What follows belongs to an exercise in optimizing a design on an open flow for small area, a short achievable clock period and few clock cycles; a production flow would make more cautious choices.
In this exercise RTL edits were held to simulation tests only and were not proved equivalent to the original.

## flow/design.v (module list and top-level ports; edited modules follow where they fit)
// module loop_sample_unit: 581 lines
// module lsu_mac: 1371 lines
// module lsu_add24: 67 lines
// module lsu_add32: 91 lines
// module lsu_add33: 92 lines
// module lsu_add65: 186 lines
// module lsu_add66: 189 lines
module loop_sample_unit (
    input  wire        clk,
    input  wire        rst,
    input  wire        start,
    input  wire        first,
    input  wire        restart,
    input  wire [31:0] pv_raw,
    input  wire [31:0] target,
    output wire        ready,
    output reg         done,
    output reg  [31:0] out_val,
    output reg         limited,
    output reg  [4:0]  sat_cnt,
    output reg         mem_re,
    output reg  [6:0]  mem_raddr,
    input  wire [31:0] mem_rdata,
    output reg         mem_we,
    output reg  [6:0]  mem_waddr,
    output reg  [31:0] mem_wdata
);
  // ...
==> flow/flow/run.sh <==
#!/bin/bash
# Layout flow: the standard synthesis and layout (standard.sh), with timing
# repair aimed below the design's period (a setup margin; the constraints and
# the period are the standard flow's own) and port buffers that drive their pins quickly.
# Each step's full output goes to a log file of its own in the work folder.
set -euo pipefail
bash standard.sh synth > synth.log 2>&1
bash standard.sh SETUP_SLACK_MARGIN=18.6 \
    "BUFFER_PORTS_ARGS=-buffer_cell sky130_fd_sc_hd__buf_2" \
    finish > layout.log 2>&1
==> flow/standard.sh <==
#!/bin/bash
# synth_recipe.tcl (not shown) runs the flow's synth.tcl, then flattens the netlist and writes it again
# the make line also repeats each setting of config.mk as NAME=value (left out here)
make -C /OpenROAD-flow-scripts/flow DESIGN_CONFIG=/design/flow/config.mk WORK_HOME=/design/flow/orfs CLKGATE_MAP_FILE= SYNTH_SCRIPT=/design/flow/synth_recipe.tcl "${@:-finish}"
==> flow/config.mk <==
export PLATFORM = sky130hd
export DESIGN_NAME = loop_sample_unit
export DESIGN_NICKNAME = loop_sample_unit
export VERILOG_FILES = /design/flow/design.v
export SDC_FILE = /design/flow/constraint.sdc
export NUM_CORES = 8
export LEC_CHECK = 0
export CAP_MARGIN = 20
export CORE_MARGIN = 2
export CORE_UTILIZATION = 40
export PLACE_DENSITY = 0.6
export SLEW_MARGIN = 20
==> flow/constraint.sdc <==
create_clock -name core_clock -period 25.0 [get_ports {clk}]
set_input_delay 5.0000 -clock core_clock [delete_from_list [all_inputs] [get_ports {clk}]]
set_output_delay 5.0000 -clock core_clock [all_outputs]
set_load 0.01 [all_outputs]
==> metrics.yaml, run 1 <==
route.detailed.drc: 0
routabilityCongestion: 1.10
clock.fmax_mhz: 154
grt_start_max_net_pins: 164
largestClassByArea: "multi-input gates"
yosysWarningCount: 1
met1_length_mm: 152
cp-end-kind: "flop"
worst_slack_ns: 18.53
netlist_area_um2: 79200
min_from: "m2ord[1]"
wirelength_mm: 431
critPathRequiredTime_ns: 25.50
final_util: 0.449
final_antenna_net_count: 0
cts_made_buffers: 101
num_vias: 73118
r2r_slack_ns: 18.53
n_all_inverters: 1141
post-dp-hpwl_mm: 317
insertion_delay_ns: 0.83
clock_tree_area_fraction: 0.0405
worstPathCellList: "inv_1 > ha_1 > nand3_1 > nor3_1 > nand4_1 > a211oi_2 > o311ai_0 > nand3_1 > a21bo_2 > buf_4 > o221ai_1 > o221ai_1"
final.period_utilization: 0.259
status: "no timing/DRC/antenna violations"
antenna_found_initial: 54
seq_area_frac: 0.230
multi_input_area_um2: 53000
hold_viol: 0
Testbench counts, summed over its fixed seeds: cycles 13,377.
==> run 2: changes to the inputs <==
==> flow/flow/run.sh (replaced) <==
#!/bin/bash
# Layout flow: the standard synthesis and layout (standard.sh), with timing
# repair aimed below the design's period (a setup margin; the constraints and
# the period are the standard flow's own), port buffers that drive their pins quickly, and
# a denser global placement. Each step's full output goes to a log file of its
# own in the work folder.
set -euo pipefail
bash standard.sh synth > synth.log 2>&1
bash standard.sh SETUP_SLACK_MARGIN=18.6 \
    "BUFFER_PORTS_ARGS=-buffer_cell sky130_fd_sc_hd__buf_2" \
    PLACE_DENSITY=0.7 \
    finish > layout.log 2>&1
==> run 2 against run 1 <==
Still clean on timing, DRC and antenna; maximum frequency increased by 0.63%; final area barely moved; flip-flop and latch count unchanged; critical path depth is 11 lower; non-clock buffer count up 28; first-iteration DRC count grew 13%; global-route usage rose by 0.28 points; hold slack better by 0.00078 ns; synthesized cell count unchanged; clock-buffer cell count down 10; critical endpoint is now mem_wdata[0]; highest routed layer unchanged.
==> metrics.yaml, run 2 <==
portBuffers: 188
timing.hold.ws_ns: 0.324
rsz0062_at_grt: "true"
start_util: 0.402
grtUsageMet3: 0.177
largest-register: "cs_s"
final.period_utilization: 0.257  # -0.00163
path_delay_family: "flip-flops"
critPathRequiredTime_ns: 20.00  # -5.50 ns
syn_inst: 8466
cp.arrival_ns: 1.43
cts_root_buf: "clkbuf_16"
tightest_slew_ns: 1.42
ys_seq_area_frac: 0.255
drv_cap: 0
cp_slowest_cell: "dfxtp_4"
grt_use_total: 0.419
routabilityCongestion: 1.12  # +2.0%
top_usage_layer: "met2"
syn_area_per_cell_um2: 9.36
max_slew_margin: 0.0503
netlist_area_um2: 79200  # unchanged
fin_tns_setup_ns: 0
die_y_um: 449
setup_viol: 0
ios: 189
place_ws_ns: 16.91
num_vias: 74980  # +2.5%
syn_nets: 9842
route.detailed.drc: 0  # unchanged
crit_fanout: 1
synth.most_common_cell: "inv_1"
vias_per_cell: 6.66
synthTopCellsByArea: "fa_1, edfxtp_1, dfxtp_1"
cp-end-kind: "output port"
die_x_um: 449
post-dp-hpwl_mm: 319  # +0.49%
drt-initial-drc-count: 12199
drive_above_1_share: 0.116
crit_type: "reg2out"
worst_slack_ns: 18.57  # +0.0407 ns
wl_per_cell_um: 38.6
grt_pass1_vias: 72762
clk_pin_slew_worst_paths_ns: 0.07
hold_path_class: "reg2reg"
layout_common_cells: "inv_1, fa_1, ha_1"
final_antenna_net_count: 0  # unchanged
ys_ff_latch: 817
synthTopCellsByCount: "inv_1, fa_1, ha_1"
fp-row-count: 163
slew_violations: 0
status: "no timing/DRC/antenna violations"
slowest_delay_ns: 0.42
async_reset_ff_frac: 0
cts.path.max_buffers: 3
cts_tree: "done"
worstPathCellList: "buf_2"
reg_top3: "cs_s x66, cs_c x65, diff_q x35"
insertion_delay_ns: 0.84  # about the same
gr-total-overflow: 0
grt_pass1_wl_mm: 591
final_util: 0.449  # about the same
synth.distinct_cells: 96
yosys_most_used_dff: "dfxtp_1"
cts_made_buffers: 98  # -3.0%
clock.fmax_mhz: 155  # +0.63%
holdBufCountCts: 0
synth_edf_count: 384
final.min_clock_period_ns: 6.43
grt_start_max_net_pins: 105  # -36%
hold_viol: 0  # unchanged
coreArea_um2: 197000
grtUsageMet1: 0.493
antenna_found_initial: 60  # +11%
final_common_cell: "inv_1"
cts_sinks: 817
die_area_um2: 202000
num-nets-final: 9874
drt-pass1-iter-count: 13
start_kind: "flop"
yosysWarningCount: 1  # unchanged
largest_register_ffs: 66
grtUsageMet2: 0.581
fin_skew_ns: 0.110
wirelength_mm: 435  # +0.78%
worst-path-buf-inv: 1
h-tree-depth: 3
synth_top_area_cell: "fa_1"
synth.top_cell.area_share: 0.177
areaGrowthSynthToFinish_pct: 11.7
run 2: cell counts after synthesis:
Identical to the previous run, type by type.
run 2: worst paths after layout:
| kind | start | endpoint | slack, ns | depth (start not counted) |
|---|---|---|---|---|
| setup reg to reg | cs_s[2] | mem_wdata[18] | 18.58 | 22 |
| setup / recovery | mem_wdata[0] | mem_wdata[0] | 18.57 | 1 |
| hold / removal | rord[3] | ord1[3] | 0.32 | 0 |
| hold reg to reg | rord[3] | ord1[3] | 0.32 | 0 |
run 2: final cells by class:
| class | count | area (um2) |
|---|---|---|
| Clock buffer | 136 | 2960 |
| Tap cell | 2640 | 3300 |
| Multi-Input combinational cell | 5875 | 53000 |
| Fill cell | 18963 | 108000 |
| Sequential cell | 817 | 20400 |
| Antenna cell | 44 | 110 |
| Inverter | 1141 | 4300 |
| Timing Repair Buffer | 565 | 4000 |
| Clock inverter | 48 | 526 |
run 2: metal layers:
layer / routed length [um] / vias up / share of wire
li1: - / 29374 / -
met1: 149000 / 36797 / 0.34
met2: 173000 / 6785 / 0.40
met3: 63300 / 1994 / 0.15
met4: 48500 / 30 / 0.11
met5: 299 / - / 0.00069
run 2: kinds of logic after synthesis:
logic type,count (synthesis),synth area share
AND/OR/NAND/NOR,1474,0.0882
multiplexers,211,0.0282
XOR/XNOR,778,0.0860
buffers and inverters,1775,0.0846
AO/OA/AOI/OAI,2133,0.190
flip-flops,817,0.255
adder cells (fa/ha/maj),1278,0.268
run 2: through the flow:
step / area (um2) / instances
2_1_floorplan: 79200 / 8466
3_3_place_gp: 84000 / 11015
3_5_place_dp: 84000 / 11016
4_1_cts: 87900 / 11205
5_1_grt: 88400 / 11225
6_report: 88500 / 11266
run 2: repair_timing:
item | in CTS | in global routing
setup endpoints to repair | 167 | 96
gates cloned | 0 | 2
setup buffers | 5 | 13
resized for setup | 106 | 56
pin swaps | 6 | 7
==> module loop_sample_unit, before the edit <==
module loop_sample_unit (
    input  wire        clk,
    input  wire        rst,
    input  wire        start,
    input  wire        first,
    input  wire        restart,
    input  wire [31:0] pv_raw,
    input  wire [31:0] target,
    output wire        ready,
    output reg         done,
    output reg  [31:0] out_val,
    output reg         limited,
    output reg  [4:0]  sat_cnt,
    output reg         mem_re,
    output reg  [6:0]  mem_raddr,
    input  wire [31:0] mem_rdata,
    output reg         mem_we,
    output reg  [6:0]  mem_waddr,
    output reg  [31:0] mem_wdata
);
    localparam [6:0] W_IN_GAIN = 7'd1,  W_IN_OFS = 7'd2,  W_SP_DB = 7'd5,
                     W_RAMP    = 7'd6,  W_UMIN   = 7'd7,  W_UMAX  = 7'd8,
                     W_RLIM    = 7'd9,  W_OUT_GAIN = 7'd11, W_MASK = 7'd13,
                     W_MODE    = 7'd14, W_W      = 7'd15, W_T_REF = 7'd16,
                     W_U_LAST  = 7'd17;
    localparam [4:0] T_NONE = 5'd0,  T_INGAIN = 5'd1,  T_INOFS = 5'd2,  T_MASK = 5'd3,
                     T_TREF = 5'd4,  T_SPDB   = 5'd5,  T_MODE  = 5'd6,  T_W    = 5'd7,
                     T_RAMP = 5'd8,  T_AS1L   = 5'd9,  T_AS1H  = 5'd10, T_AB0  = 5'd11,
                     T_RLIM = 5'd12, T_UMIN   = 5'd13, T_UMAX  = 5'd14, T_ULAST = 5'd15,
                     T_BS2L = 5'd16, T_BS2H   = 5'd17, T_BB1   = 5'd18, T_BA1  = 5'd19,
                     T_BS1L = 5'd21, T_BS1H = 5'd22, T_BB2  = 5'd23,
                     T_BA2  = 5'd24, T_OUTG   = 5'd25, T_BUB1  = 5'd26, T_BUB2 = 5'd27,
                     T_RS1L = 5'd28, T_RS1H   = 5'd29, T_RB0   = 5'd30;
    localparam [2:0] O_NONE = 3'd0, O_PV = 3'd1, O_Y = 3'd2, O_N1 = 3'd3,
                     O_N1V = 3'd4, O_N2 = 3'd5, O_OUT = 3'd6, O_YR = 3'd7;
    localparam [1:0] P_IDLE = 2'd0, P_RUN = 2'd1, P_WAIT = 2'd2;
    localparam signed [65:0] SLIM_P = 66'sh0_0FFF_FFFF_E000_0000;
    localparam signed [65:0] SLIM_N = -66'sh0_0FFF_FFFF_E000_0000;
    function [6:0] sec_base;
        input [2:0] j;
        begin
            sec_base = 7'd20 + {j, 3'b000} + {3'b000, j, 1'b0};
        end
    endfunction
    function sat_hi;
        input [65:0] v;
        begin
            sat_hi = !v[65] & ((|v[64:60]) | ((&v[59:29]) & (|v[28:0])));
        end
    endfunction
    function sat_lo;
        input [65:0] v;
        begin
            sat_lo = v[65] & (!(&v[64:60]) | !(|v[59:29]));
        end
    endfunction
    function [47:0] booth_enc;
        input [31:0] b;
        input        neg;
        integer i;
        reg [32:0] bx;
        begin
            bx = {b, 1'b0};
            for (i = 0; i < 16; i = i + 1) begin
                booth_enc[i]      = bx[2*i+1] ^ bx[2*i];
                booth_enc[16 + i] = (bx[2*i+2] & ~bx[2*i+1] & ~bx[2*i]) | (~bx[2*i+2] & bx[2*i+1] & bx[2*i]);
                booth_enc[32 + i] = bx[2*i+2] ^ neg;
            end
        end
    endfunction
    function [2:0] lowest;
        input [7:0] m;
        begin
            casez (m)
                8'b???????1: lowest = 3'd0;
                8'b??????10: lowest = 3'd1;
                8'b?????100: lowest = 3'd2;
                8'b????1000: lowest = 3'd3;
                8'b???10000: lowest = 3'd4;
                8'b??100000: lowest = 3'd5;
                8'b?1000000: lowest = 3'd6;
                default:     lowest = 3'd7;
            endcase
        end
    endfunction
    reg [1:0]  phase;
    reg        ready_q;
    reg [2:0]  wcnt;
    reg [7:0]  ig_q, remA, remB;
    reg [3:0]  ordc;
    reg [4:0]  rtag, tag1, tag0, tagd;
    reg [2:0]  rsec, sec1, sec0;
    reg [3:0]  rord, ord1, ord0;
    assign ready = ready_q;
    wire accept = start & ready_q;
    reg [31:0] t_q;                  
    reg        first_q, restart_q;
    reg [31:0] rd0, rd1, rd2, rd3;
    reg        ru_ul, ru_spdb, ru_ramp, ru_w;
    reg        wsel_q;
    reg  [31:0] mode_q;
    wire       sp_now = ru_ramp || (ru_w && !mode_q[26]);
    reg        sp_nowd, sp_nowdd;
    reg        dpos, dneg;
    wire       dnz = dpos | dneg;
    wire [7:0] remA_e = (tag0 == T_MASK) ? rd0[7:0] : remA;
    wire [2:0] jA = lowest(remA_e);
    wire [2:0] jB = lowest(remB);
    wire [6:0] baseA = sec_base(jA);
    wire [6:0] baseB = sec_base(jB);
    reg  [6:0] nx_addr;
    reg  [4:0] nx_tag;
    reg  [2:0] nx_sec;
    reg        nx_re;
    always @(*) begin
        nx_re   = 1'b1;
        nx_addr = W_IN_GAIN;
        nx_tag  = T_NONE;
        nx_sec  = jB;
        case (rtag)
            T_TREF:  begin nx_addr = W_SP_DB; nx_tag = T_SPDB;  end
            T_SPDB:  begin nx_addr = W_MODE;  nx_tag = T_MODE;  end
            T_MODE:  begin nx_addr = W_MASK;  nx_tag = T_MASK;  end
            T_MASK:  begin nx_addr = W_IN_OFS; nx_tag = T_INOFS; end
            T_INOFS: begin
                if (wsel_q) begin
                    nx_addr = W_RAMP; nx_tag = T_RAMP;
                end else begin
                    nx_addr = W_W;    nx_tag = T_W;
                end
            end
            T_RAMP, T_W, T_AB0: begin
                nx_sec = jA;
                if (rtag == T_W && mode_q[26]) begin
                    nx_addr = W_RAMP; nx_tag = T_RAMP;
                end else if (remA_e != 8'd0) begin
                    nx_addr = baseA + 7'd6; nx_tag = T_AS1L;
                end else begin
                    nx_addr = W_RLIM; nx_tag = T_RLIM;
                end
            end
            T_AS1L:  begin nx_sec = jA; nx_addr = baseA + 7'd7; nx_tag = T_AS1H; end
            T_AS1H:  begin nx_sec = jA; nx_addr = baseA;        nx_tag = T_AB0;  end
            T_RLIM:  begin nx_addr = W_UMIN;   nx_tag = T_UMIN;  end
            T_UMIN:  begin nx_addr = W_UMAX;   nx_tag = T_UMAX;  end
            T_UMAX, T_ULAST, T_BA2: begin
                if (rtag == T_UMAX && rd0 != 32'd0) begin
                    nx_addr = W_U_LAST; nx_tag = T_ULAST;
                end else if (remB != 8'd0 && ordc >= 4'd3) begin
                    nx_addr = baseB + 7'd6; nx_tag = T_RS1L;    
                end else if (remB != 8'd0) begin
                    nx_addr = baseB + 7'd8; nx_tag = T_BS2L;
                end else if (rtag != T_BA2) begin
                    nx_re = 1'b0; nx_tag = T_BUB1;       
                end else begin
                    nx_addr = W_OUT_GAIN; nx_tag = T_OUTG;
                end
            end
            T_BUB1:  begin nx_re = 1'b0; nx_tag = T_BUB2; end
            T_BUB2:  begin nx_addr = W_OUT_GAIN; nx_tag = T_OUTG; end
            T_RS1L:  begin nx_addr = baseB + 7'd7; nx_tag = T_RS1H; end
            T_RS1H:  begin nx_addr = baseB;        nx_tag = T_RB0;  end
            T_RB0:   begin nx_addr = baseB + 7'd8; nx_tag = T_BS2L; end
            T_BS2L:  begin nx_addr = baseB + 7'd9; nx_tag = T_BS2H; end
            T_BS2H:  begin nx_addr = baseB + 7'd1; nx_tag = T_BB1;  end
            T_BB1:   begin nx_addr = baseB + 7'd3; nx_tag = T_BA1; end
            T_BA1:   begin
                if (ig_q[jB] & dnz) begin
                    nx_addr = baseB + 7'd6; nx_tag = T_BS1L;
                end else begin
                    nx_addr = baseB + 7'd2; nx_tag = T_BB2;
                end
            end
            T_BS1L:  begin nx_addr = baseB + 7'd7; nx_tag = T_BS1H; end
            T_BS1H:  begin nx_addr = baseB + 7'd2; nx_tag = T_BB2; end
            T_BB2:   begin nx_addr = baseB + 7'd4; nx_tag = T_BA2; end
            default: ;
        endcase
        if (phase == P_IDLE) begin
            nx_addr = !accept ? W_IN_GAIN : first ? W_MODE : W_T_REF;
            nx_tag  = !accept ? T_NONE : first ? T_MODE : T_TREF;
            nx_re   = 1'b1;
        end
    end
    always @(posedge clk) begin
        if (rst) begin
            phase     <= P_IDLE;
            ready_q   <= 1'b1;
            done      <= 1'b0;
            mem_re    <= 1'b1;
            mem_raddr <= W_IN_GAIN;
            rtag      <= T_NONE;
            tag1      <= T_NONE;
            tag0      <= T_NONE;
            tagd      <= T_NONE;
            ru_ramp   <= 1'b0;
            ru_w      <= 1'b0;
            sp_nowd   <= 1'b0;
            sp_nowdd  <= 1'b0;
        end else begin
            done      <= 1'b0;
            mem_re    <= nx_re;
            mem_raddr <= nx_addr;
            rtag      <= nx_tag;
            tag1      <= (phase == P_IDLE && accept) ? T_INGAIN : rtag;
            tag0      <= tag1;
            tagd      <= tag0;
            ru_ramp   <= (tag1 == T_RAMP);
            ru_w      <= (tag1 == T_W);
            sp_nowd   <= sp_now;
            sp_nowdd  <= sp_nowd;
            case (phase)
                P_IDLE: if (accept) begin
                    phase   <= P_RUN;
                    ready_q <= 1'b0;
                end
                P_RUN: if (rtag == T_OUTG) begin
                    phase <= P_WAIT;
                    wcnt  <= 3'd3;
                end
                default: begin
                    wcnt <= wcnt - 3'd1;
                    if (wcnt == 3'd0) begin
                        phase   <= P_IDLE;
                        ready_q <= 1'b1;
                        done    <= 1'b1;
                    end
                end
            endcase
        end
    end
    always @(posedge clk) begin
        rsec <= nx_sec;
        rord <= ordc;
        sec1 <= rsec;
        ord1 <= rord;
        sec0 <= sec1;
        ord0 <= ord1;
        if (rtag == T_AS1H)
            remA <= remA & (remA - 8'd1);
        if (rtag == T_BB2)
            remB <= remB & (remB - 8'd1);
        if (rtag == T_AS1H || rtag == T_BB2)
            ordc <= ordc + 4'd1;
        if (rtag == T_RLIM)
            ordc <= 4'd0;
        if (tag0 == T_MASK) begin
            remA <= rd0[7:0];
            remB <= rd0[7:0];
            ig_q <= rd0[23:16];
        end
        if (tag1 == T_INGAIN)
            ordc <= 4'd0;
        rd0  <= mem_rdata;
        rd1  <= rd0;
        rd2  <= rd1;
        rd3  <= rd2;
        if (ready_q | (m2op == O_YR) | yrd | (m2op == O_OUT))
            t_q <= ({32{ready_q}} & target) | ({32{m2op == O_YR}} & m2_rnd[31:0]) |
                   ({32{yrd}} & ycorr_t) |
                   ({32{m2op == O_OUT}} & m2_out);
        if (ready_q) begin
            first_q   <= first;
            restart_q <= restart;
        end
    end
    reg  [15:0] bone, btwo, bng;     
    reg         acc_q, e1_q, rnd_q;
    reg  [65:0] cs_s, cs_c;
    reg  [2:0]  m2op;
    reg  [2:0]  m2sec;
    reg  [3:0]  m2ord;
    reg         yd, yrd;
    reg         ysp_q, ysn_q, satinc_q;
    reg  [3:0]  yord;
    wire [65:0] m_d0 = acc_q ? cs_s : e1_q ? {{2{rd1[31]}}, rd1, rd2} : 66'd0;
    wire [65:0] m_d1 = acc_q ? cs_c : {37'd0, rnd_q, 28'd0};
    wire [65:0] m_s, m_c;
    lsu_mac mac (.a(rd0), .bone(bone), .btwo(btwo), .bng(bng), .d0(m_d0), .d1(m_d1), .s(m_s), .c(m_c));
    always @(posedge clk) begin
        acc_q <= (tag1 == T_BA1) || (tag1 == T_BA2);
        e1_q  <= (tag1 == T_AB0) || (tag1 == T_BB1) || (tag1 == T_RB0);
        rnd_q <= (tag1 == T_INGAIN) || (tag1 == T_AB0) || (tag1 == T_RB0) || (tag1 == T_OUTG);
    end
    reg [2:0] m1op;
    always @(*) begin
        case (tag0)
            T_INGAIN: m1op = O_PV;
            T_AB0:    m1op = O_Y;
            T_RB0:    m1op = O_YR;
            T_BA1:    m1op = (tag1 == T_BS1L) ? O_N1V : O_N1;
            T_BA2:    m1op = O_N2;
            T_OUTG:   m1op = O_OUT;
            default:  m1op = O_NONE;
        endcase
    end
    wire [65:0]        m2_sum;
    wire               m2_co;
    lsu_add66 m2add (.a(cs_s), .b(cs_c), .cin(1'b0), .s(m2_sum), .cout(m2_co));
    wire signed [65:0] m2_sums = m2_sum;
    wire               m2_satp = sat_hi(m2_sum);
    wire               m2_satn = sat_lo(m2_sum);
    wire [63:0]        m2_n    = m2_satp ? SLIM_P[63:0] : m2_satn ? SLIM_N[63:0] : m2_sum[63:0];
    wire               m2_isn  = (m2op == O_N1) || (m2op == O_N1V) || (m2op == O_N2);
    wire               m2_isy  = (m2op == O_Y);
    always @(posedge clk) begin
        cs_s  <= m_s;
        cs_c  <= m_c;
        m2sec <= sec0;
        m2ord <= ord0;
        if (rst) begin
            m2op <= O_NONE;
            yd   <= 1'b0;
            yrd  <= 1'b0;
        end else begin
            m2op <= m1op;
            yd   <= (m2op == O_Y);
            yrd  <= (m2op == O_YR);
        end
    end
    localparam signed [65:0] YS_HI = 66'sh0_0FFF_FFFF_F000_0000;
    localparam signed [65:0] YS_LO = -66'sh0_0FFF_FFFF_D000_0000;
    wire [28:0] m2_zt   = (cs_s[28:0] ^ cs_c[28:0]) ^ {cs_s[27:0] | cs_c[27:0], 1'b0};
    wire        m2_tie  = ~|m2_zt;
    wire [34:0] m2_rnd  = {m2_sum[63:30], m2_sum[29] & ~m2_tie};
    wire        m2_ysp  = m2_sums > YS_HI;
    wire        m2_ysn  = m2_sums < YS_LO;
    wire [31:0] ycorr_x = ysp_q ? 32'h7FFF_FFFF : ysn_q ? 32'h8000_0001 : xc;
    wire [31:0] ycorr_t = ysp_q ? 32'h7FFF_FFFF : ysn_q ? 32'h8000_0001 : t_q;
    wire        m2_ovf  = !m2_sum[65] & (|m2_sum[64:60]);
    wire        m2_unf  = m2_sum[65] & !(&m2_sum[64:60]);
    wire [31:0] m2_out  = m2_ovf ? 32'h7FFF_FFFF : m2_unf ? 32'h8000_0000 : m2_rnd[31:0];
    reg  [31:0] pv_q;
    wire        pv2 = (tag0 == T_INOFS);
    reg  [31:0] xc;                  
    reg  [34:0] diff_q;
    wire signed [32:0] dq33   = diff_q[32:0];
    wire signed [35:0] pv_sum;       
    wire               pv_co;
    assign {pv_co, pv_sum} = {1'b0, diff_q[34], diff_q} + {1'b0, {4{rd0[31]}}, rd0};
    wire        [31:0] pv_sat = (!pv_sum[35] & (|pv_sum[34:31]))  ? 32'h7FFF_FFFF :
                                (pv_sum[35] & !(&pv_sum[34:31])) ? 32'h8000_0000 : pv_sum[31:0];
    reg         ramp_q;
    wire        [31:0] ru_base = ru_spdb ? rd1 : (ru_ramp && wsel_q) ? pv_q : ru_ramp ? rd1 : rd0;
    wire        [31:0] ru_tgt  = ru_ul ? xc : t_q;
    wire        [31:0] ru_lim  = ru_ul ? rd3 : rd0;
    wire signed [34:0] ru_b35  = {{3{ru_base[31]}}, ru_base};
    wire signed [34:0] ru_t35  = {{3{ru_tgt[31]}}, ru_tgt};
    wire signed [34:0] ru_l35  = {3'b000, ru_lim};
    wire        [34:0] ru_hs   = ru_l35 ^ ru_b35 ^ ~ru_t35;
    wire        [34:0] ru_hc   = (ru_l35 & ru_b35) | (ru_l35 & ~ru_t35) | (ru_b35 & ~ru_t35);
    wire        [34:0] ru_ls   = ru_l35 ^ ~ru_b35 ^ ru_t35;
    wire        [34:0] ru_lc   = (ru_l35 & ~ru_b35) | (ru_l35 & ru_t35) | (~ru_b35 & ru_t35);
    wire        [34:0] ru_hi, ru_lo;
    wire               ru_hco, ru_lco;
    assign {ru_hco, ru_hi} = {1'b0, ru_hs} + {1'b0, ru_hc[33:0], 1'b0} + 36'd1;
    assign {ru_lco, ru_lo} = {1'b0, ru_ls} + {1'b0, ru_lc[33:0], 1'b0} + 36'd1;
    wire               ru_gt   = ru_hi[34];
    wire               ru_lt   = ru_lo[34];
    wire        [31:0] ru_bpl, ru_bml;
    wire               ru_pco, ru_mco;
    lsu_add32 ruadd (.a(ru_base), .b(ru_lim), .cin(1'b0), .s(ru_bpl), .cout(ru_pco));
    lsu_add32 rusub (.a(ru_base), .b(~ru_lim), .cin(1'b1), .s(ru_bml), .cout(ru_mco));
    wire        [31:0] ru_res  = ru_gt ? ru_bpl : ru_lt ? ru_bml : ru_tgt;
    wire               exceed  = ru_gt | ru_lt;
    wire        [31:0] w0       = wsel_q ? pv_q : rd1;
    wire               ramping0 = wsel_q ? (ru_lim != 32'd0) : mode_q[26];
    wire        [31:0] sp_w1    = first_q ? w0 : ramping0 ? ru_res : t_q;
    wire               sp_rnew  = first_q ? ramping0 : (ramping0 & (ru_gt | ru_lt));
    reg                rz_q;
    wire signed [31:0] cl_max = rz_q ? rd1 : rd2;
    wire signed [31:0] cl_min = rz_q ? rd2 : rd3;
    wire        [31:0] sb_a  = sp_nowd ? diff_q[31:0] : xc;
    wire        [31:0] sb_b  = sp_nowd ? pv_q : rd0;
    wire signed [32:0] x0_v;
    wire               x0_co;
    lsu_add33 x0sub (.a({sb_a[31], sb_a}), .b(~{sb_b[31], sb_b}), .cin(1'b1), .s(x0_v), .cout(x0_co));
    wire        [31:0] x0    = (!diff_q[32] & diff_q[31]) ? 32'h7FFF_FFFF :
                               (diff_q[32] & !diff_q[31]) ? 32'h8000_0000 : diff_q[31:0];
    reg         rlgt_q, rllt_q, lim_q;
    wire               cl_now = (tagd == T_UMAX && rz_q) || (tagd == T_ULAST);
    reg                xmx_gt, xmx_lt, xmn_gt, xmn_lt, cmm_q;
    wire signed [31:0] xc_s   = xc;
    wire signed [31:0] rd1_s  = rd1;
    wire signed [31:0] rd0_s  = rd0;
    wire signed [32:0] cd_mx  = x0_v;
    wire signed [32:0] cd_mn;
    wire               cd_co;
    lsu_add33 cdsub (.a({xc_s[31], xc_s}), .b(~{rd1_s[31], rd1_s}), .cin(1'b1), .s(cd_mn), .cout(cd_co));
    wire        [32:0] mm_d;
    wire               mm_co;
    lsu_add33 mmsub (.a({rd0[31], rd0}), .b(~{rd1[31], rd1}), .cin(1'b1), .s(mm_d), .cout(mm_co));
    wire signed [31:0] cl_ur  = rz_q ? xc : diff_q[31:0];
    wire        [32:0] cb_lo, cb_hi;
    wire               cb_lco, cb_hco;
    lsu_add33 cblo (.a({diff_q[31], diff_q[31:0]}), .b(~{rd3[31], rd3}), .cin(1'b1), .s(cb_lo), .cout(cb_lco));
    lsu_add33 cbhi (.a({rd2[31], rd2}), .b(~{diff_q[31], diff_q[31:0]}), .cin(1'b1), .s(cb_hi), .cout(cb_hco));
    wire               cl_blo = rz_q ? xmn_lt : cb_lo[32];
    wire               cl_bhi = rz_q ? xmx_gt : cb_hi[32];
    wire               cl_eqx = rz_q ? !(xmx_gt | xmx_lt) : (diff_q[31:0] == rd2);
    wire               cl_tmx = cl_blo ? cmm_q : cl_bhi;           
    wire               cl_tmn = cl_blo & !cmm_q;                    
    wire        [31:0] cl_u   = cl_tmx ? cl_max : cl_tmn ? cl_min : cl_ur;
    wire               cl_flg = cl_tmx ? !cl_eqx : cl_tmn;
    wire               cl_dp  = cl_tmx ? xmx_gt : cl_tmn ? xmn_gt : (!rz_q & rlgt_q);
    wire               cl_dn  = cl_tmx ? xmx_lt : cl_tmn ? xmn_lt : (!rz_q & rllt_q);
    always @(posedge clk) begin
        limited <= lim_q;
        sat_cnt <= satc;
    end
    reg [31:0] fifo0, fifo1, fifo2, fifo3;
    reg [31:0] fifo_rd;
    wire       fifo_y  = (tag1 == T_BA1) || (tag1 == T_BA2);
    wire [3:0] fifo_ra = (ord1 >= 4'd3) ? (fifo_y ? 4'd4 : 4'd3) : ord1 + {3'd0, fifo_y};
    always @(*) begin
        case (fifo_ra)
            4'd0: fifo_rd = fifo0;
            4'd1: fifo_rd = fifo1;
            4'd2: fifo_rd = fifo2;
            4'd3: fifo_rd = fifo3;
            default: fifo_rd = t_q;
        endcase
    end
    wire        mb_raw = ready_q;         
    wire        mb_y   = yd;
    wire        mb_u   = (tag1 == T_OUTG);
    wire        mb_neg = (tag1 == T_BA1) || (tag1 == T_BA2);
    wire        mb_f   = mb_neg || (tag1 == T_BB1) || (tag1 == T_BB2) || (tag1 == T_RB0);
    wire        mb_ld  = mb_raw | sp_nowdd | mb_y | mb_u | mb_f;
    wire [31:0] mb_n   = ({32{mb_raw}}   & pv_raw) |
                         ({32{sp_nowdd}} & x0) |
                         ({32{mb_y}}     & ycorr_x) |
                         ({32{mb_u}}     & xc) |
                         ({32{mb_f}}     & fifo_rd);
    reg  [2:0]  wsec;
    reg         commit_q;
    reg         ws_n1hi, ws_mv, ws_n2hi, ws_ulast, ws_mode;
    reg  [4:0]  satc;
    wire signed [64:0] mv_d;
    wire               mv_co;
    lsu_add65 mvsub (.a({diff_q[31], diff_q[31:0], pv_q}), .b(~{rd0[31], rd0, rd1}), .cin(1'b1),
                     .s(mv_d), .cout(mv_co));
    wire               mv_eq = ({diff_q[31:0], pv_q} == {rd0, rd1});
    wire               mv_gt = !mv_d[64] && !mv_eq;
    wire               mv_lt = mv_d[64];
    wire               mv_commit = !((dpos & mv_gt) | (dneg & mv_lt));
    wire        dq_pv  = (m2op == O_PV);
    wire        dq_n   = (m2op == O_N1) || (m2op == O_N1V) || (m2op == O_N2);
    wire        dq_lim = ru_ul | (sp_now & !first_q & ramping0);   
    wire        dq_w0  = sp_now & first_q;
    wire        dq_t   = sp_now & !first_q & !ramping0;
    wire        dq_bpl = dq_lim & ru_gt;
    wire        dq_bml = dq_lim & !ru_gt & ru_lt;
    wire        dq_tgt = (dq_lim & !ru_gt & !ru_lt) | dq_t;
    wire        dq_any = dq_pv | dq_n | sp_now | ru_ul | sp_nowd;
    wire [31:0] dq_32  = ({32{dq_w0}}  & w0) |
                         ({32{dq_bpl}} & ru_bpl) |
                         ({32{dq_bml}} & ru_bml) |
                         ({32{dq_tgt}} & ru_tgt);
    wire [34:0] dq_d   = ({35{dq_pv}}   & m2_rnd) |
                         ({35{dq_n}}    & {3'd0, m2_n[63:32]}) |
                         ({35{sp_nowd}} & {{2{x0_v[32]}}, x0_v}) |
                         {{3{dq_32[31]}}, dq_32};
    always @(posedge clk) begin
        if (mb_ld)
            {bng, btwo, bone} <= booth_enc(mb_n, mb_neg);
        ru_ul   <= (tag1 == T_ULAST);
        ru_spdb <= (tag1 == T_SPDB);
        if (dq_any)
            diff_q <= dq_d;
        if (pv2)
            pv_q <= pv_sat;
        if (m2op == O_N1 || m2op == O_N1V)
            pv_q <= m2_n[31:0];
        if (tag0 == T_SPDB)
            wsel_q <= first_q | restart_q | exceed;
        if (ready_q)
            wsel_q <= first | restart;
        if (tag0 == T_MODE)
            mode_q <= rd0;
        if (sp_now)
            ramp_q <= sp_rnew;
        if (sp_nowdd | m2_isy | yd | cl_now)
            xc <= ({32{sp_nowdd}} & x0) | ({32{m2_isy}} & m2_rnd[31:0]) |
                  ({32{yd}} & ycorr_x) | ({32{cl_now}} & cl_u);
        if (sp_nowdd)
            fifo0 <= x0;
        if (yd) begin
            case (yord)
                4'd0: fifo1 <= ycorr_x;
                4'd1: fifo2 <= ycorr_x;
                4'd2: fifo3 <= ycorr_x;
                default: ;
            endcase
        end
        if (m2_isy | (m2op == O_YR)) begin
            ysp_q <= m2_ysp;
            ysn_q <= m2_ysn;
        end
        yord     <= m2ord;
        satinc_q <= (m2_isy && (m2_ysp || m2_ysn)) || (m2_isn && (m2_satp || m2_satn));
        if (tag1 == T_BA2 && ord1 >= 4'd3)
            fifo3 <= t_q;
        if (tag0 == T_RLIM)
            rz_q <= (rd0 == 32'd0);
        if (tag0 == T_UMAX) begin
            xmx_gt <= !cd_mx[32] && (xc != rd0);
            xmx_lt <= cd_mx[32];
            xmn_gt <= !cd_mn[32] && (xc != rd1);
            xmn_lt <= cd_mn[32];
            cmm_q  <= mm_d[32];
        end
        if (tag0 == T_ULAST) begin
            rlgt_q <= ru_gt;
            rllt_q <= ru_lt;
        end
        if (cl_now) begin
            lim_q <= cl_flg | (!rz_q & (rlgt_q | rllt_q));
            dpos  <= cl_dp;
            dneg  <= cl_dn;
        end
        out_val <= t_q;
        if (tag1 == T_INGAIN)
            satc <= 5'd0;
        else if (satinc_q)
            satc <= satc + 5'd1;
    end
    reg  exc_q;
    wire wr_tref = (tag0 == T_MASK);
    wire wr_w    = sp_nowd;
    wire wr_n1   = (m2op == O_N1) || (m2op == O_N1V);
    wire wr_n2   = (m2op == O_N2);
    always @(posedge clk) begin
        if (rst) begin
            mem_we   <= 1'b0;
            ws_n1hi  <= 1'b0;
            ws_mv    <= 1'b0;
            ws_n2hi  <= 1'b0;
            ws_ulast <= 1'b0;
            ws_mode  <= 1'b0;
        end else begin
            ws_ulast <= cl_now;
            ws_mode  <= ws_ulast;
            ws_mv    <= (m2op == O_N1V);
            ws_n1hi  <= (m2op == O_N1) || ws_mv;
            ws_n2hi  <= wr_n2;
            mem_we   <= wr_tref || wr_w || ws_ulast || ws_mode || (m2op == O_N1) ||
                        (ws_mv & mv_commit) || ((ws_n1hi || wr_n2 || ws_n2hi) & commit_q);
        end
    end
    wire [23:0] mode_inc;
    wire        mode_co;
    lsu_add24 modeinc (.a(mode_q[23:0]), .b(24'd0), .cin(1'b1), .s(mode_inc), .cout(mode_co));
    wire [31:0] wd_mode = {mode_q[31:27], ramp_q, lim_q, mode_q[24], mode_inc};
    wire        wd_hi   = ws_n1hi | ws_n2hi;
    wire [31:0] wd      = ({32{wr_tref}}       & ((first_q | exc_q) ? t_q : rd3)) |
                          ({32{ws_ulast}}      & xc) |
                          ({32{ws_mode}}       & wd_mode) |
                          ({32{wr_n1 | wr_n2}} & m2_n[31:0]) |
                          ({32{ws_mv}}         & pv_q) |
                          ({32{wd_hi | wr_w}}  & diff_q[31:0]);
    wire [2:0]  wa_sec  = wr_n1 ? m2sec : wsec;
    wire [6:0]  wa      = ({7{wr_tref}}  & W_T_REF) |
                          ({7{wr_w}}     & W_W) |
                          ({7{ws_ulast}} & W_U_LAST) |
                          ({7{ws_mode}}  & W_MODE) |
                          ({7{wr_n1 | ws_mv | ws_n1hi | wr_n2 | ws_n2hi}} &
                           (sec_base(wa_sec) + {5'd0, wr_n2 | ws_n2hi, ws_n1hi | ws_n2hi}) + 7'd6);
    always @(posedge clk) begin
        mem_wdata <= wd;
        mem_waddr <= wa;
        if (wr_n1)
            wsec <= m2sec;
        if (wr_n1)
            commit_q <= 1'b1;
        if (ws_mv)
            commit_q <= mv_commit;
        if (tag0 == T_SPDB)
            exc_q <= exceed;
    end
endmodule
==> run 3: changes to the inputs <==
--- a/flow/design.v
+++ b/flow/design.v
@@ -30,7 +30,7 @@
                      T_BS2L = 5'd16, T_BS2H   = 5'd17, T_BB1   = 5'd18, T_BA1  = 5'd19,
                      T_BS1L = 5'd21, T_BS1H = 5'd22, T_BB2  = 5'd23,
                      T_BA2  = 5'd24, T_OUTG   = 5'd25, T_BUB1  = 5'd26, T_BUB2 = 5'd27,
-                     T_RS1L = 5'd28, T_RS1H   = 5'd29, T_RB0   = 5'd30;
+                     T_RS1L = 5'd28, T_RS1H   = 5'd29, T_RB0   = 5'd30, T_BUB3 = 5'd31;
     localparam [2:0] O_NONE = 3'd0, O_PV = 3'd1, O_Y = 3'd2, O_N1 = 3'd3,
                      O_N1V = 3'd4, O_N2 = 3'd5, O_OUT = 3'd6, O_YR = 3'd7;
     localparam [1:0] P_IDLE = 2'd0, P_RUN = 2'd1, P_WAIT = 2'd2;
@@ -101,8 +101,9 @@
     reg  [31:0] mode_q;
     wire       sp_now = ru_ramp || (ru_w && !mode_q[26]);
     reg        sp_nowd, sp_nowdd;
+    reg        cl_s2;                    
     reg        dpos, dneg;
-    wire       dnz = dpos | dneg;
+    wire       dnz;
     wire [7:0] remA_e = (tag0 == T_MASK) ? rd0[7:0] : remA;
     wire [2:0] jA = lowest(remA_e);
     wire [2:0] jB = lowest(remB);
@@ -157,7 +158,8 @@
                 end
             end
             T_BUB1:  begin nx_re = 1'b0; nx_tag = T_BUB2; end
-            T_BUB2:  begin nx_addr = W_OUT_GAIN; nx_tag = T_OUTG; end
+            T_BUB2:  begin nx_re = 1'b0; nx_tag = T_BUB3; end
+            T_BUB3:  begin nx_addr = W_OUT_GAIN; nx_tag = T_OUTG; end
             T_RS1L:  begin nx_addr = baseB + 7'd7; nx_tag = T_RS1H; end
             T_RS1H:  begin nx_addr = baseB;        nx_tag = T_RB0;  end
             T_RB0:   begin nx_addr = baseB + 7'd8; nx_tag = T_BS2L; end
@@ -197,6 +199,7 @@
             ru_w      <= 1'b0;
             sp_nowd   <= 1'b0;
             sp_nowdd  <= 1'b0;
+            cl_s2     <= 1'b0;
         end else begin
             done      <= 1'b0;
             mem_re    <= nx_re;
@@ -209,6 +212,7 @@
             ru_w      <= (tag1 == T_W);
             sp_nowd   <= sp_now;
             sp_nowdd  <= sp_nowd;
+            cl_s2     <= (tagd == T_ULAST);
             case (phase)
                 P_IDLE: if (accept) begin
                     phase   <= P_RUN;
@@ -368,8 +372,6 @@
     wire        [31:0] sp_w1    = first_q ? w0 : ramping0 ? ru_res : t_q;
     wire               sp_rnew  = first_q ? ramping0 : (ramping0 & (ru_gt | ru_lt));
     reg                rz_q;
-    wire signed [31:0] cl_max = rz_q ? rd1 : rd2;
-    wire signed [31:0] cl_min = rz_q ? rd2 : rd3;
     wire        [31:0] sb_a  = sp_nowd ? diff_q[31:0] : xc;
     wire        [31:0] sb_b  = sp_nowd ? pv_q : rd0;
     wire signed [32:0] x0_v;
@@ -378,8 +380,11 @@
     wire        [31:0] x0    = (!diff_q[32] & diff_q[31]) ? 32'h7FFF_FFFF :
                                (diff_q[32] & !diff_q[31]) ? 32'h8000_0000 : diff_q[31:0];
     reg         rlgt_q, rllt_q, lim_q;
-    wire               cl_now = (tagd == T_UMAX && rz_q) || (tagd == T_ULAST);
+    wire               cl_rz  = (tagd == T_UMAX) && rz_q;
+    wire               cl_s1  = (tagd == T_ULAST);
+    wire               cl_now = cl_rz | cl_s2;
     reg                xmx_gt, xmx_lt, xmn_gt, xmn_lt, cmm_q;
+    reg                blo_q, bhi_q, eqx_q;
     wire signed [31:0] xc_s   = xc;
     wire signed [31:0] rd1_s  = rd1;
     wire signed [31:0] rd0_s  = rd0;
@@ -390,20 +395,22 @@
     wire        [32:0] mm_d;
     wire               mm_co;
     lsu_add33 mmsub (.a({rd0[31], rd0}), .b(~{rd1[31], rd1}), .cin(1'b1), .s(mm_d), .cout(mm_co));
-    wire signed [31:0] cl_ur  = rz_q ? xc : diff_q[31:0];
     wire        [32:0] cb_lo, cb_hi;
     wire               cb_lco, cb_hco;
     lsu_add33 cblo (.a({diff_q[31], diff_q[31:0]}), .b(~{rd3[31], rd3}), .cin(1'b1), .s(cb_lo), .cout(cb_lco));
     lsu_add33 cbhi (.a({rd2[31], rd2}), .b(~{diff_q[31], diff_q[31:0]}), .cin(1'b1), .s(cb_hi), .cout(cb_hco));
-    wire               cl_blo = rz_q ? xmn_lt : cb_lo[32];
-    wire               cl_bhi = rz_q ? xmx_gt : cb_hi[32];
-    wire               cl_eqx = rz_q ? !(xmx_gt | xmx_lt) : (diff_q[31:0] == rd2);
+    wire        [31:0] cl_mx1 = cb_lo[32] ? rd3 : diff_q[31:0];    
+    wire               cl_blo = rz_q ? xmn_lt : blo_q;
+    wire               cl_bhi = rz_q ? xmx_gt : bhi_q;
+    wire               cl_eqx = rz_q ? !(xmx_gt | xmx_lt) : eqx_q;
     wire               cl_tmx = cl_blo ? cmm_q : cl_bhi;           
     wire               cl_tmn = cl_blo & !cmm_q;                    
-    wire        [31:0] cl_u   = cl_tmx ? cl_max : cl_tmn ? cl_min : cl_ur;
+    wire        [31:0] cl_u   = rz_q ? (cl_tmx ? rd1 : cl_tmn ? rd2 : xc) :
+                                       (cl_tmx ? rd3 : diff_q[31:0]);
     wire               cl_flg = cl_tmx ? !cl_eqx : cl_tmn;
     wire               cl_dp  = cl_tmx ? xmx_gt : cl_tmn ? xmn_gt : (!rz_q & rlgt_q);
     wire               cl_dn  = cl_tmx ? xmx_lt : cl_tmn ? xmn_lt : (!rz_q & rllt_q);
+    assign dnz = cl_s2 ? (cl_dp | cl_dn) : (dpos | dneg);
     always @(posedge clk) begin
         limited <= lim_q;
         sat_cnt <= satc;
@@ -452,7 +459,7 @@
     wire        dq_bpl = dq_lim & ru_gt;
     wire        dq_bml = dq_lim & !ru_gt & ru_lt;
     wire        dq_tgt = (dq_lim & !ru_gt & !ru_lt) | dq_t;
-    wire        dq_any = dq_pv | dq_n | sp_now | ru_ul | sp_nowd;
+    wire        dq_any = dq_pv | dq_n | sp_now | ru_ul | sp_nowd | cl_s1;
     wire [31:0] dq_32  = ({32{dq_w0}}  & w0) |
                          ({32{dq_bpl}} & ru_bpl) |
                          ({32{dq_bml}} & ru_bml) |
@@ -460,6 +467,7 @@
     wire [34:0] dq_d   = ({35{dq_pv}}   & m2_rnd) |
                          ({35{dq_n}}    & {3'd0, m2_n[63:32]}) |
                          ({35{sp_nowd}} & {{2{x0_v[32]}}, x0_v}) |
+                         ({35{cl_s1}}   & {3'd0, cl_mx1}) |
                          {{3{dq_32[31]}}, dq_32};
     always @(posedge clk) begin
         if (mb_ld)
@@ -514,6 +522,11 @@
             rlgt_q <= ru_gt;
             rllt_q <= ru_lt;
         end
+        if (cl_s1) begin
+            blo_q <= cb_lo[32];
+            bhi_q <= cb_hi[32];
+            eqx_q <= (diff_q[31:0] == rd2);
+        end
         if (cl_now) begin
             lim_q <= cl_flg | (!rz_q & (rlgt_q | rllt_q));
             dpos  <= cl_dp;
==> flow/flow/run.sh (replaced) <==
#!/bin/bash
# Layout flow: the standard synthesis and layout (standard.sh), with timing
# repair aimed below the design's period (a setup margin; the constraints and
# the period are the standard flow's own), port buffers that drive their pins quickly, no
# gate cloning in timing repair, and wider slew/capacitance repair margins.
# Each step's full output goes to a log file of its own in the work folder.
set -euo pipefail
bash standard.sh synth > synth.log 2>&1
bash standard.sh SETUP_SLACK_MARGIN=18.6 \
    "BUFFER_PORTS_ARGS=-buffer_cell sky130_fd_sc_hd__buf_2" \
    SKIP_GATE_CLONING=1 SLEW_MARGIN=30 CAP_MARGIN=30 \
    finish > layout.log 2>&1
==> run 3 against run 2 <==
Register-to-register slack better by 0.06 ns; critical endpoint is now mem_wdata[7]; still clean; critical path depth stayed put; via count decreased by 2.5%; clock-buffer cell count down 10; global-route usage fell by 1.1 points; die area increased by 1.8%; critical path type unchanged; clock skew is 0.027 ns lower; core utilization increased by 0.092 points; non-clock buffer count decreased by 32.
==> metrics.yaml, run 3 <==
die_x_um: 453  # +0.91%
synth.distinct_cells: 98  # +2.1%
ys_ff_latch: 821  # +0.49%
worstPathCellList: "buf_6"
drive_above_1_share: 0.124  # +0.00787
antenna_found_initial: 56  # -6.7%
ios: 189  # unchanged
grt_use_total: 0.408  # -0.0112
wirelength_mm: 428  # -1.6%
cts.path.max_buffers: 3  # unchanged
synth_edf_count: 387  # +0.78%
ys_seq_area_frac: 0.252  # -0.00327
tightest_slew_ns: 1.17  # -0.247 ns
wl_per_cell_um: 37.7  # -2.2%
worstRegToRegCells: 21  # -4.5%
synth.most_common_cell: "inv_1"
grt_pass1_wl_mm: 582  # -1.5%
insertion_delay_ns: 0.83  # about the same
cp-end-kind: "output port"
fin_skew_ns: 0.0838  # -0.0266 ns
drv_cap: 0  # unchanged
synth.top_cell.area_share: 0.174  # -0.00322
final.period_utilization: 0.257  # -0.000640
grt_start_max_net_pins: 88  # -16%
crit_fanout: 1  # unchanged
h-tree-depth: 3  # unchanged
max_slew_margin: 0.213  # +0.162
routabilityCongestion: 1.10  # -2.3%
coreArea_um2: 200000  # +1.6%
clk_pin_slew_worst_paths_ns: 0.07  # about the same
final_common_cell: "inv_1"
cp.arrival_ns: 1.42  # about the same
synthTopCellsByArea: "fa_1, edfxtp_1, dfxtp_1"
areaGrowthSynthToFinish_pct: 11.6  # about the same
num_vias: 73099  # -2.5%
syn_inst: 8553  # +1.0%
slowest_delay_ns: 0.45  # +0.03 ns
synth_top_area_cell: "fa_1"
syn_area_per_cell_um2: 9.43  # +0.82%
clock.fmax_mhz: 156  # +0.25%
portBuffers: 188  # unchanged
worst_slack_ns: 18.58  # +0.0160 ns
post-dp-hpwl_mm: 321  # +0.53%
start_util: 0.403  # +0.00120
cp_slowest_cell: "dfxtp_4"
synthTopCellsByCount: "inv_1, fa_1, ha_1"
fin_tns_setup_ns: 0  # unchanged
holdBufCountCts: 0  # unchanged
status: "no timing/DRC/antenna violations"
final_antenna_net_count: 0  # unchanged
cts_tree: "done"
async_reset_ff_frac: 0  # unchanged
place_ws_ns: 17.87  # +0.963 ns
layout_common_cells: "inv_1, fa_1, ha_1"
reg_top3: "cs_s x66, cs_c x65, diff_q x35"
cts_made_buffers: 103  # +5.1%
grt_pass1_vias: 71637  # -1.5%
setup_viol: 0  # unchanged
num-nets-final: 9964  # +0.91%
syn_nets: 9957  # +1.2%
largest_register_ffs: 66  # unchanged
netlist_area_um2: 80700  # +1.9%
hold_path_class: "reg2reg"
crit_type: "reg2out"
drt-pass1-iter-count: 8  # -5
hold_depth: 0  # unchanged
cts_root_buf: "clkbuf_16"
gr-total-overflow: 0  # unchanged
rsz0062_at_grt: "true"
cts_sinks: 821  # +0.49%
start_kind: "flop"
route.detailed.drc: 0  # unchanged
critPathRequiredTime_ns: 20.00  # about the same
cp_num_cells: 1  # unchanged
die_y_um: 453  # +0.91%
worst-path-buf-inv: 1  # unchanged
yosysWarningCount: 1  # unchanged
largest-register: "cs_s"
vias_per_cell: 6.45  # -3.1%
die_area_um2: 205000  # +1.8%
path_delay_family: "flip-flops"
final.min_clock_period_ns: 6.42  # -0.0160 ns
yosys_most_used_dff: "dfxtp_1"
drt-initial-drc-count: 10395  # -15%
hold_viol: 0  # unchanged
fp-row-count: 164  # +0.61%
slew_violations: 0  # unchanged
==> run 3: cell types whose count changed in the layout (fill, tap and decap cells not counted), moves of 28 or more <==
cell / change
o21a_1: +43
a31oi_1: -31
inv_1: -28
nor2_1: -36
o221ai_2: +31
o221ai_1: -76
mux4_2: +31
nand2_1: +61
a21oi_1: +108
ha_1: +29
buf_4: -35
o21ai_0: -60
==> run 3: routing by layer <==
metal / vias to the layer above / part of all wire / GRT usage
met5: - / 0.00054 / 0.00466
met4: 30 / 0.088 / 0.297
met3: 1514 / 0.12 / 0.143
met2: 5354 / 0.42 / 0.597
met1: 36590 / 0.36 / 0.495
li1: 29611 / - / -
==> run 3: path summary, 6_finish.rpt <==
path / to / from / slack [ns]
worst max-delay path: mem_wdata[7] / mem_wdata[7] / 18.58
worst min-delay path: yord[3] / m2ord[3] / 0.32
worst max register to register: t_q[25] / cs_s[43] / 18.64
worst min register to register: yord[3] / m2ord[3] / 0.32
==> run 3: kinds of logic after synthesis <==
family | share of synthesized area
multiplexers | 0.0386
AND/OR/NAND/NOR | 0.0886
adder cells (fa/ha/maj) | 0.268
XOR/XNOR | 0.0824
flip-flops | 0.252
AO/OA/AOI/OAI | 0.188
buffers and inverters | 0.0825
==> run 3: metrics by stage <==
stage          hold WS, ns  instances  area, um2   util
2_1_floorplan        0.310       8553      80700      -
3_3_place_gp         0.310      11088      85200  0.426
3_5_place_dp         0.313      11096      85300  0.427
4_1_cts              0.326      11297      89500  0.448
5_1_grt              0.329      11309      90000  0.450
6_report             0.323      11334      90100  0.450
==> run 3: layout make-up <==
cell class / instances / area (um2)
clock inverters: 69 / 800
flip-flops and latches: 821 / 20500
well taps: 2656 / 3320
repair buffers: 533 / 3750
diodes: 28 / 70.1
fillers: 19194 / 110000
inverters: 1117 / 4200
multi-input cells: 5984 / 54500
clock buffers: 126 / 2920
==> run 3: timing repair <==
| action | in CTS | in global routing |
|---|---|---|
| pin swaps | 3 | 5 |
| setup buffers | 6 | 6 |
| setup endpoints to repair | 138 | 102 |
| gates resized for setup | 128 | 61 |
Testbench counts of run 3, summed over its fixed seeds: cycles 13,377.
==> run 4: changes to the inputs <==
==> flow/flow/run.sh (replaced) <==
#!/bin/bash
# Layout flow: the standard synthesis and layout (standard.sh), with timing
# repair aimed below the design's period (a setup margin; the constraints and
# the period are the standard flow's own) and port buffers that drive their pins quickly.
# Each step's full output goes to a log file of its own in the work folder.
set -euo pipefail
bash standard.sh synth > synth.log 2>&1
bash standard.sh SETUP_SLACK_MARGIN=18.6 \
    "BUFFER_PORTS_ARGS=-buffer_cell sky130_fd_sc_hd__buf_2" \
    finish > layout.log 2>&1
==> run 4 against run 3 <==
The layout now fails its checks (max-capacitance violations, max-slew violations); cell count is essentially flat; area after synthesis is the same; non-clock buffer count shrank 7; worst setup slack gained 0.00070 ns.
==> metrics.yaml, run 4 <==
status: "complete, but fails checks"
synth_top_area_cell: "fa_1"
drt-initial-drc-count: 10788  # +3.8%
synth_edf_count: 387  # unchanged
slowest_delay_ns: 0.41  # -0.04 ns
ys_ff_latch: 821  # unchanged
largest_register_ffs: 66  # unchanged
wl_per_cell_um: 37.8  # +0.24%
timing.rr.start: "cs_c[41]"
r2r_slack_ns: 18.68  # +0.04 ns
clk_pin_slew_worst_paths_ns: 0.06  # about the same
grt_pass1_vias: 71333  # -0.42%
cp.arrival_ns: 1.42  # about the same
areaGrowthSynthToFinish_pct: 11.5  # about the same
crit_type: "reg2out"
portBuffers: 188  # unchanged
drv_cap: 1  # +1
grt_use_total: 0.409  # +0.000934
crit_fanout: 1  # unchanged
netlist_area_um2: 80700  # unchanged
max_slew_margin: -0.182  # -0.395
fin_tns_setup_ns: 0  # unchanged
min_from: "m2ord[1]"
drt-pass1-iter-count: 9  # +1
fin_skew_ns: 0.0665  # -0.0173 ns
cts_tree: "done"
coreArea_um2: 200000  # unchanged
setup_viol: 0  # unchanged
die_y_um: 453  # unchanged
routabilityCongestion: 1.10  # unchanged
yosys_most_used_dff: "dfxtp_1"
final.period_utilization: 0.257  # about the same
final.min_clock_period_ns: 6.42  # -0.000700 ns
ios: 189  # unchanged
synth.distinct_cells: 98  # unchanged
largest-register: "cs_s"
syn_nets: 9957  # unchanged
instances_no_fill: 11341  # +0.062%
cts_made_buffers: 103  # unchanged
synthTopCellsByCount: "inv_1, fa_1, ha_1"
worst-path-buf-inv: 1  # unchanged
drive_above_1_share: 0.124  # -0.000738
route.detailed.drc: 0  # unchanged
async_reset_ff_frac: 0  # unchanged
die_x_um: 453  # unchanged
cp_slowest_cell: "dfxtp_4"
yosysWarningCount: 1  # unchanged
hold_viol: 0  # unchanged
fin_area_um2: 90000  # about the same
path_delay_family: "flip-flops"
syn_area_per_cell_um2: 9.43  # unchanged
clock.fmax_mhz: 156  # about the same
slew_violations: 5  # +5
syn_inst: 8553  # unchanged
holdBufCountCts: 0  # unchanged
die_area_um2: 205000  # unchanged
num_vias: 73412  # +0.43%
post-dp-hpwl_mm: 321  # about the same
worstPathCellList: "buf_2"
start_util: 0.403  # unchanged
place_area_um2: 85300  # about the same
rsz0062_at_grt: "true"
dp_cells: 11090  # -0.054%
fp-row-count: 164  # unchanged
ys_seq_area_frac: 0.252  # unchanged
num-nets-final: 9958  # -0.060%
cts.path.max_buffers: 3  # unchanged
final_antenna_net_count: 0  # unchanged
h-tree-depth: 3  # unchanged
critPathRequiredTime_ns: 20.00  # about the same
cts_root_buf: "clkbuf_16"
cp-end-kind: "output port"
reg_top3: "cs_s x66, cs_c x65, diff_q x35"
grt_pass1_wl_mm: 583  # +0.13%
tightest_slew_ns: 1.76  # +0.589 ns
gr-total-overflow: 0  # unchanged
layout_common_cells: "inv_1, fa_1, ha_1"
final_common_cell: "inv_1"
synth.top_cell.area_share: 0.174  # unchanged
insertion_delay_ns: 0.82  # about the same
vias_per_cell: 6.47  # +0.37%
hold_path_class: "reg2reg"
grt_start_max_net_pins: 88  # unchanged
antenna_found_initial: 63  # +13%
synthTopCellsByArea: "fa_1, edfxtp_1, dfxtp_1"
violatedChecks: "max-capacitance violations, max-slew violations"
wirelength_mm: 429  # +0.30%
crit_path_start: "mem_wdata[0]"
start_kind: "flop"
final_util: 0.450  # about the same
synth.most_common_cell: "inv_1"
cts_sinks: 821  # unchanged
==> run 4: cell counts after synthesis <==
No cell type changed its count.
==> run 4: final timing paths <==
path / to / depth (start not counted)
max: mem_wdata[0] / 1
min: yord[1] / 0
max reg2reg: t_q[25] / 22
min reg2reg: yord[1] / 0
==> run 4: cells by family after synthesis <==
| family | Yosys count | share of synthesized area |
|---|---|---|
| compound gates | 2136 | 0.188 |
| xor+xnor | 759 | 0.0824 |
| fa+ha+maj | 1306 | 0.268 |
| buf+inv | 1748 | 0.0825 |
| flops | 821 | 0.252 |
| mux | 261 | 0.0386 |
| simple gates | 1522 | 0.0886 |
==> run 4: metal layers <==
metal,vias to the layer above,share of wire,global-route usage
met5,-,0.00042,0.000466
met4,26,0.084,0.285
li1,29605,-,-
met2,5551,0.42,0.602
met3,1453,0.12,0.139
met1,36777,0.37,0.500
==> run 4: what timing repair did <==
item | 4_1_cts | 5_1_grt
endpoints found under the hold margin | 0 | 0
gates resized for setup | 120 | 62
setup endpoints to repair | 137 | 103
pin swaps | 3 | 6
setup buffers | 6 | 7
gates cloned | 0 | 1
==> run 4: stage by stage <==
step	worst slack, ns	hold WS [ns]
finish	18.58	0.326
global route	18.58	0.331
CTS	18.53	0.327
detailed placement	17.54	0.313
global placement	17.07	0.310
floorplan	18.80	0.310
==> run 4: final cells by class <==
type,count,area (um2)
inverters,1117,4200
clock inverters,50,598
repair buffers,526,3660
well taps,2656,3320
diodes,40,100
multi-input cells,5985,54600
clock buffers,146,3070
fillers,19247,110000
flip-flops and latches,821,20500

==> static timing again, ports no longer ideal <==
The flow's constraints put no driver on any port. The routed layouts listed below were extracted and timed again, unchanged, in two steps. Step 1 (the two cells are an assumption about what drives the block):
set clk [get_ports {clk}]
set_driving_cell -lib_cell sky130_fd_sc_hd__clkbuf_16 $clk
set_driving_cell -lib_cell sky130_fd_sc_hd__buf_2 [delete_from_list [all_inputs] $clk]
Step 2 moves the port delays by t, midway between the first and last clock arrival at a register: inputs arrive t later, outputs are due t later. That takes back most of the time a late clock gives input paths. Slacks: ideal ports / drivers / drivers and shift; pairs: ideal ports / drivers.
run	shift t [ns]	setup slack, ns	worst hold slack (ns)	worst setup path at the end	worst slew at a driven data input, ns
run 1	0.879	18.526 / 18.462 / 17.971	0.323 / 0.323 / 0.323	input to register	0.12
run 2	0.875	18.567 / 18.483 / 17.891	0.324 / 0.324 / 0.324	input to register	0.12
run 3	0.882	18.583 / 18.491 / 18.126	0.323 / 0.323 / 0.323	input to register	0.19
run 4	0.877	18.584 / 18.488 / 18.074	0.326 / 0.326 / 0.326	input to register	0.17
For run 2, which loses most, drivers alone change the setup slack by -0.084 ns; drivers and shift together by -0.676 ns.
